Background: an optimization exercise with open tools, aiming at small area, a short achievable clock period and few clock cycles per item. Do not read the settings as production practice.
Only the layout flow was run in this run; the RTL was not checked for function there.

[design.v]
module lpe_term (
    input  wire signed [31:0] c,
    input  wire signed [31:0] x,
    input  wire        [5:0]  s,
    output reg  signed [31:0] t,
    output reg                ovf
);
    localparam signed [65:0] MAXV = 66'sd2147483647;
    localparam signed [65:0] MINV = -66'sd2147483648;
    wire signed [63:0] prod = c * x;
    wire signed [65:0] rnd  = (s == 6'd0) ? 66'sd0 : (66'sd1 <<< (s - 6'd1));
    wire signed [65:0] sum  = {{2{prod[63]}}, prod} + rnd;
    wire signed [65:0] v    = sum >>> s;
    always @(*) begin
        if (v > MAXV) begin
            t   = 32'sh7fffffff;
            ovf = 1'b1;
        end else if (v < MINV) begin
            t   = 32'sh80000000;
            ovf = 1'b1;
        end else begin
            t   = v[31:0];
            ovf = 1'b0;
        end
    end
endmodule
module lpe_update (
    input  wire        clk,
    input  wire        rst,
    input  wire        in_valid,
    output wire        in_ready,
    input  wire [11:0] in_tag,
    input  wire [1:0]  in_order,
    input  wire        in_cls_f,
    input  wire        in_aid,
    input  wire [5:0]  in_s0,
    input  wire [5:0]  in_s1,
    input  wire [5:0]  in_s2,
    input  wire [5:0]  in_s3,
    input  wire [31:0] in_c0,
    input  wire [31:0] in_c1,
    input  wire [31:0] in_c2,
    input  wire [31:0] in_c3,
    input  wire [31:0] in_out_min,
    input  wire [31:0] in_out_max,
    input  wire [31:0] in_lim_a,
    input  wire [31:0] in_lim_b,
    input  wire [31:0] in_xfer_lim,
    input  wire [31:0] in_x,
    input  wire [31:0] in_sp,
    input  wire [31:0] in_a,
    input  wire [31:0] in_acc1,
    input  wire [31:0] in_acc2,
    output reg         out_valid,
    input  wire        out_ready,
    output reg  [11:0] out_tag,
    output reg  [31:0] out_y,
    output reg  [31:0] out_xfer,
    output reg  [31:0] out_acc1,
    output reg  [31:0] out_acc2,
    output reg         out_sat,
    output reg         out_clamp
);
    localparam signed [33:0] MAX32 = 34'sd2147483647;
    localparam signed [33:0] MIN32 = -34'sd2147483648;
    function automatic [31:0] sat34(input signed [33:0] v);
        if (v > MAX32)      sat34 = 32'h7fffffff;
        else if (v < MIN32) sat34 = 32'h80000000;
        else                sat34 = v[31:0];
    endfunction
    function automatic ovf34(input signed [33:0] v);
        ovf34 = (v > MAX32) || (v < MIN32);
    endfunction
    wire signed [31:0] x    = in_x;
    wire signed [31:0] sp   = in_sp;
    wire signed [31:0] acc1 = in_acc1;
    wire signed [31:0] acc2 = in_acc2;
    wire signed [31:0] omin = in_out_min;
    wire signed [31:0] omax = in_out_max;
    wire signed [31:0] imin = in_lim_a;
    wire signed [31:0] imax = in_lim_b;
    wire signed [31:0] xlim = in_xfer_lim;
    wire signed [33:0] e_raw = {{2{x[31]}}, x} - {{2{sp[31]}}, sp};
    wire signed [31:0] e     = sat34(e_raw);
    wire               e_ovf = ovf34(e_raw);
    wire signed [31:0] t0, t1, t2, t3;
    wire               t0_ovf, t1_ovf, t2_ovf, t3_ovf;
    lpe_term u_t0 (.c(in_c0), .x(e),    .s(in_s0), .t(t0), .ovf(t0_ovf));
    lpe_term u_t1 (.c(in_c1), .x(e),    .s(in_s1), .t(t1), .ovf(t1_ovf));
    lpe_term u_t2 (.c(in_c2), .x(e),    .s(in_s2), .t(t2), .ovf(t2_ovf));
    lpe_term u_t3 (.c(in_c3), .x(in_a), .s(in_s3), .t(t3), .ovf(t3_ovf));
    wire use2 = (in_order >= 2'd2);
    wire use3 = (in_order == 2'd3);
    wire signed [31:0] t3u   = in_aid ? t3 : 32'sd0;
    wire signed [33:0] y_raw = {{2{t0[31]}}, t0} + {{2{acc1[31]}}, acc1}
                             + {{2{t3u[31]}}, t3u};
    wire signed [31:0] y_sat = sat34(y_raw);
    wire               y_ovf = ovf34(y_raw);
    wire               y_lo  = (y_sat < omin);
    wire signed [31:0] y_mx  = y_lo ? omin : y_sat;
    wire               y_hi  = (y_mx > omax);
    wire signed [31:0] y     = y_hi ? omax : y_mx;
    wire               y_clamp = y_lo || y_hi;
    wire signed [33:0] a1_raw = {{2{acc1[31]}}, acc1} + {{2{t1[31]}}, t1}
                              + {{2{acc2[31]}}, acc2};
    wire signed [31:0] a1_upd = use2 ? sat34(a1_raw) : acc1;
    wire               a1_ovf = use2 && (t1_ovf || ovf34(a1_raw));
    wire signed [33:0] a2_raw = {{2{acc2[31]}}, acc2} + {{2{t2[31]}}, t2};
    wire signed [31:0] a2_new = use3 ? sat34(a2_raw) : acc2;
    wire               a2_ovf = use3 && (t2_ovf || ovf34(a2_raw));
    wire               i_lo   = (a1_upd < imin);
    wire signed [31:0] a1_mx  = i_lo ? imin : a1_upd;
    wire               i_hi   = (a1_mx > imax);
    wire signed [31:0] a1_cl  = i_hi ? imax : a1_mx;
    wire signed [31:0] a1_new = in_cls_f ? a1_cl : a1_upd;
    wire               i_clamp = (a1_cl != a1_upd);
    wire any_ovf = e_ovf || t0_ovf || (in_aid && t3_ovf) || y_ovf || a1_ovf || a2_ovf;
    wire sat     = !in_cls_f && (any_ovf || y_clamp);
    wire clamp   = in_cls_f && (y_clamp || i_clamp);
    wire        [32:0] xmag   = xlim[31] ? (33'd0 - {1'b1, xlim}) : {1'b0, xlim};
    wire signed [33:0] y34    = {{2{y[31]}}, y};
    wire signed [33:0] xpos   = {1'b0, xmag};
    wire signed [33:0] xneg   = -xpos;
    wire signed [31:0] xfer   = (xlim == 32'sd0) ? y :
                                (y34 > xpos)     ? xpos[31:0] :
                                (y34 < xneg)     ? xneg[31:0] : y;
    assign in_ready = !out_valid || out_ready;
    always @(posedge clk) begin
        if (rst) begin
            out_valid <= 1'b0;
        end else if (in_ready) begin
            out_valid <= in_valid;
        end
    end
    always @(posedge clk) begin
        if (in_valid && in_ready) begin
            out_tag   <= in_tag;
            out_y     <= y;
            out_xfer  <= xfer;
            out_acc1  <= a1_new;
            out_acc2  <= a2_new;
            out_sat   <= sat;
            out_clamp <= clamp;
        end
    end
endmodule
[run.sh]
#!/bin/bash
# synth_recipe.tcl (not shown) runs the flow's synth.tcl, then flattens the netlist and writes it again
# the make line also repeats each setting of config.mk as NAME=value (left out here)
make -C /OpenROAD-flow-scripts/flow DESIGN_CONFIG=/design/flow/config.mk WORK_HOME=/design/flow/orfs CLKGATE_MAP_FILE= SYNTH_SCRIPT=/design/flow/synth_recipe.tcl finish
[config.mk]
export PLATFORM = sky130hd
export DESIGN_NAME = lpe_update
export DESIGN_NICKNAME = lpe_update
export VERILOG_FILES = /design/flow/design.v
export SDC_FILE = /design/flow/constraint.sdc
export NUM_CORES = 4
export LEC_CHECK = 0
export CAP_MARGIN = 20
export CORE_MARGIN = 2
export CORE_UTILIZATION = 40
export SLEW_MARGIN = 20
[constraint.sdc]
create_clock -name core_clock -period 42.0 [get_ports {clk}]
set_input_delay 8.4000 -clock core_clock [delete_from_list [all_inputs] [get_ports {clk}]]
set_output_delay 8.4000 -clock core_clock [all_outputs]
set_load 0.01 [all_outputs]
==> reports/results.ini <==
[place]
routabilityCongestion = 0.994
hpwl_microns = 593000
dpl-instance-area_sq_um = 220000
dp.cells = 31080
io_buffers = 635

[finish]
finalCoreUtilization_pct = 42.9
drive_above_1_share_pct = 4.01
areaGrowthSynthToFinish_pct = 6.96
multi_input_area_sq_um = 181000
nNetsFinal = 30428
final.fill_count = 51833
final_cells = 31221
register_area_sq_um = 4280
final_area_sq_um = 222000

[synth]
synthCells = 24486
syn-cell-area_sq_um = 207000
synth_common_cells = 4,538 x inv_1, 4,400 x fa_1, 2,647 x and2_1, 1,931 x nand2_1, 1,528 x nor2_1
yosys_warnings = 2
synth_cell_types = 103
ys_ff_latch = 143
synth_edf_count = 142
ys_seq_area_share_pct = 2.07
synth_area_leaders = fa_1 43%, inv_1 8.2%, and2_1 8.0%
yosysTopAreaCell = fa_1
async_flop_share_pct = 0
synth_top_area_share_pct = 42.5
synth_flop_cell = edfxtp_1
synth_area_per_cell_sq_um = 8.46
synth.most_common_cell = inv_1

[floorplan]
core_area_sq_um = 516000
start_util_pct = 40.1
die-area_sq_um = 524000
num_rows = 264
die_w_microns = 724
ioPinCount = 636
die_h_microns = 724

[cts]
clock_sinks = 143
cts_tree = built
clk_latency_ns = 0.52
htreeDepth = 4
cts_max_path_buffers = 2
clk_pin_slew_ns = 0.07
root_buffer = clkbuf_16
cts_buffers = 17

[sta]
fin_skew_ns = 0.0202
setup_viol = 0
hold_viol_final = 0
max-slew-margin-rel_pct = 4.28
finalCritPeriodShare_pct = 95.0
slew_violations = 0
period_needed_ns = 39.88
fmax_ghz = 0.0251
setup_tns_ns = 0
worstMarginPinSlew_ns = 1.43

[worst_setup_path]
crit_type = in2reg
critPathLaunchType = primary input
reg2reg_slack_ns = 39.71
crit_slowest_cell = buf_4
crit_fanout = 52
cp_data_required_time_ns = 42.22
endpoint_kind = register
rr_startpoint = out_valid$_SDFFE_PP0N_
r2r_end = out_acc2[10]$_DFFE_PP_
crit_arrival_ns = 40.10
cpPeakStageDelay_ns = 0.63
r2r_cells = 3

[min_path]
hp-start = out_valid$_SDFFE_PP0N_
hold_end = out_valid$_SDFFE_PP0N_
hold_path_class = reg2reg
hold_depth = 2

[routing]
wire_per_inst_microns = 23.6
vias = 173212
routed_wl_microns = 737000
drc = 0
dr.first_iter.drc_count = 13294
dr.pass1.iters = 8
via_per_inst = 5.55
antenna_left = 0

[global_route]
grt_pass1_vias = 183517
gr-usage-all-layers_pct = 27.9
grt_overflow = 0
grt_first_pass_wirelength_microns = 1120000
antenna_found_initial = 94
grt_start_max_net_pins = 68

[job]
maxCapViolations = 0

[status]
status = timing/DRC/antenna clean

## metal layers
layer	GRT usage [%]	wire length [microns]	vias up	part of all wire, %
met4	12.5	39100	20	5.3
met3	3.10	47600	1503	6.5
li1	-	-	76695	-
met1	36.0	298000	88408	40
met2	47.2	351000	6586	48
met5	0	132	-	0.018
## worst max-delay path: cells and delay by family
kind            cells  cell delay (ns)
simple gates       27             4.69
fa+ha+maj          16             6.28
mux                 3             0.81
compound gates     77            15.87
xor+xnor            3             0.63
buf+inv            16             3.31
## cell families (layout without fill, tap and decap cells)
group | Yosys count | count (layout) | synth area share, %
XOR/XNOR | 717 | 717 | 3.05
buffers and inverters | 5919 | 5651 | 10.7
flip-flops | 143 | 143 | 2.07
adder cells (fa/ha/maj) | 5719 | 5720 | 50.5
other | 2 | 81 | 0.00362
AND/OR/NAND/NOR | 7697 | 7697 | 18.8
multiplexers | 580 | 580 | 3.28
AO/OA/AOI/OAI | 3709 | 3716 | 11.6
## area by class of cell
type	count	share of cell area [%]
clock inverter	15	0.0762
inverter	4550	7.71
sequential	143	1.93
multi-input combinational	18438	81.9
antenna	73	0.0824
clock buffer	17	0.192
timing repair buffer	1069	4.23
tap	6916	3.90
## flip-flops by register name, summed over array words and instances (netlist names)
signal / cells
out_acc1: 32
out_acc2: 32
out_xfer: 32
out_y: 32
out_tag: 12
out_clamp: 1
out_sat: 1
out_valid: 1
## cell usage in the layout (no fill, tap or decap), drive strengths merged, types with 183 or more instances in the layout
cell type      count
mux2i            379
xor2             210
nand2           1931
nor2            1528
inv             4552
ha              1317
a211oi           240
nand4            183
buf              507
and2            2648
nor3             364
xnor2            505
a21o             403
o21ai            818
nand3            345
fa              4400
a21oi            979
clkdlybuf4s50    561
## worst max path at each step
| stage | to | from | cells past startpoint |
|---|---|---|---|
| after global placement | out_clamp$_DFFE_PP_ | in_sp[1] | 114 |
| after floorplan | out_xfer[17]$_DFFE_PP_ | in_sp[1] | 142 |
| final | out_xfer[30]$_DFFE_PP_ | in_sp[1] | 142 |
| after CTS | out_clamp$_DFFE_PP_ | in_sp[1] | 114 |
| after detailed placement | out_clamp$_DFFE_PP_ | in_sp[1] | 114 |
| after global routing | out_xfer[30]$_DFFE_PP_ | in_sp[1] | 146 |
## through the flow
stage | hold WS (ns) | setup WS (ns)
6_report | 0.635 | 2.12
5_1_grt | 0.648 | -0.0220
4_1_cts | 0.622 | 0.407
3_5_place_dp | 0.608 | -0.0530
3_3_place_gp | 0.598 | 0.306
2_1_floorplan | 0.593 | 4.17
## what timing repair did
action / 4_1_cts / 5_1_grt
setup endpoints to repair: 0 / 65
hold endpoints to repair: 0 / 0
setup buffers: 0 / 27
resized for setup: 0 / 51
hold buffers: 0 / 0

## re-timing with driven ports
The results above use ideal ports. As a check the final layout listed here was re-extracted and re-timed, cells and wires unchanged.
Step 1 (the two cells are an assumption about what drives the block):
set clk [get_ports {clk}]
set_driving_cell -lib_cell sky130_fd_sc_hd__clkbuf_16 $clk
set_driving_cell -lib_cell sky130_fd_sc_hd__buf_2 [delete_from_list [all_inputs] $clk]
Step 2 adds t to the input delays and takes it off the output delays; t is the mean of the earliest and latest rising clock arrival at the registers after step 1. Input paths then give back, and output paths get back, about the clock's delay inside the block.
Three values: ideal, step 1, step 2; two values: the first two.
t, ns: 0.583
slack for setup (ns): 2.116 / 2.168 / 1.585
latest minus earliest clock arrival (ns): 0.032 / 0.032
After both steps this run still meets setup and hold. For this run, drivers alone change the setup slack by +0.052 ns; drivers and shift together by -0.531 ns.
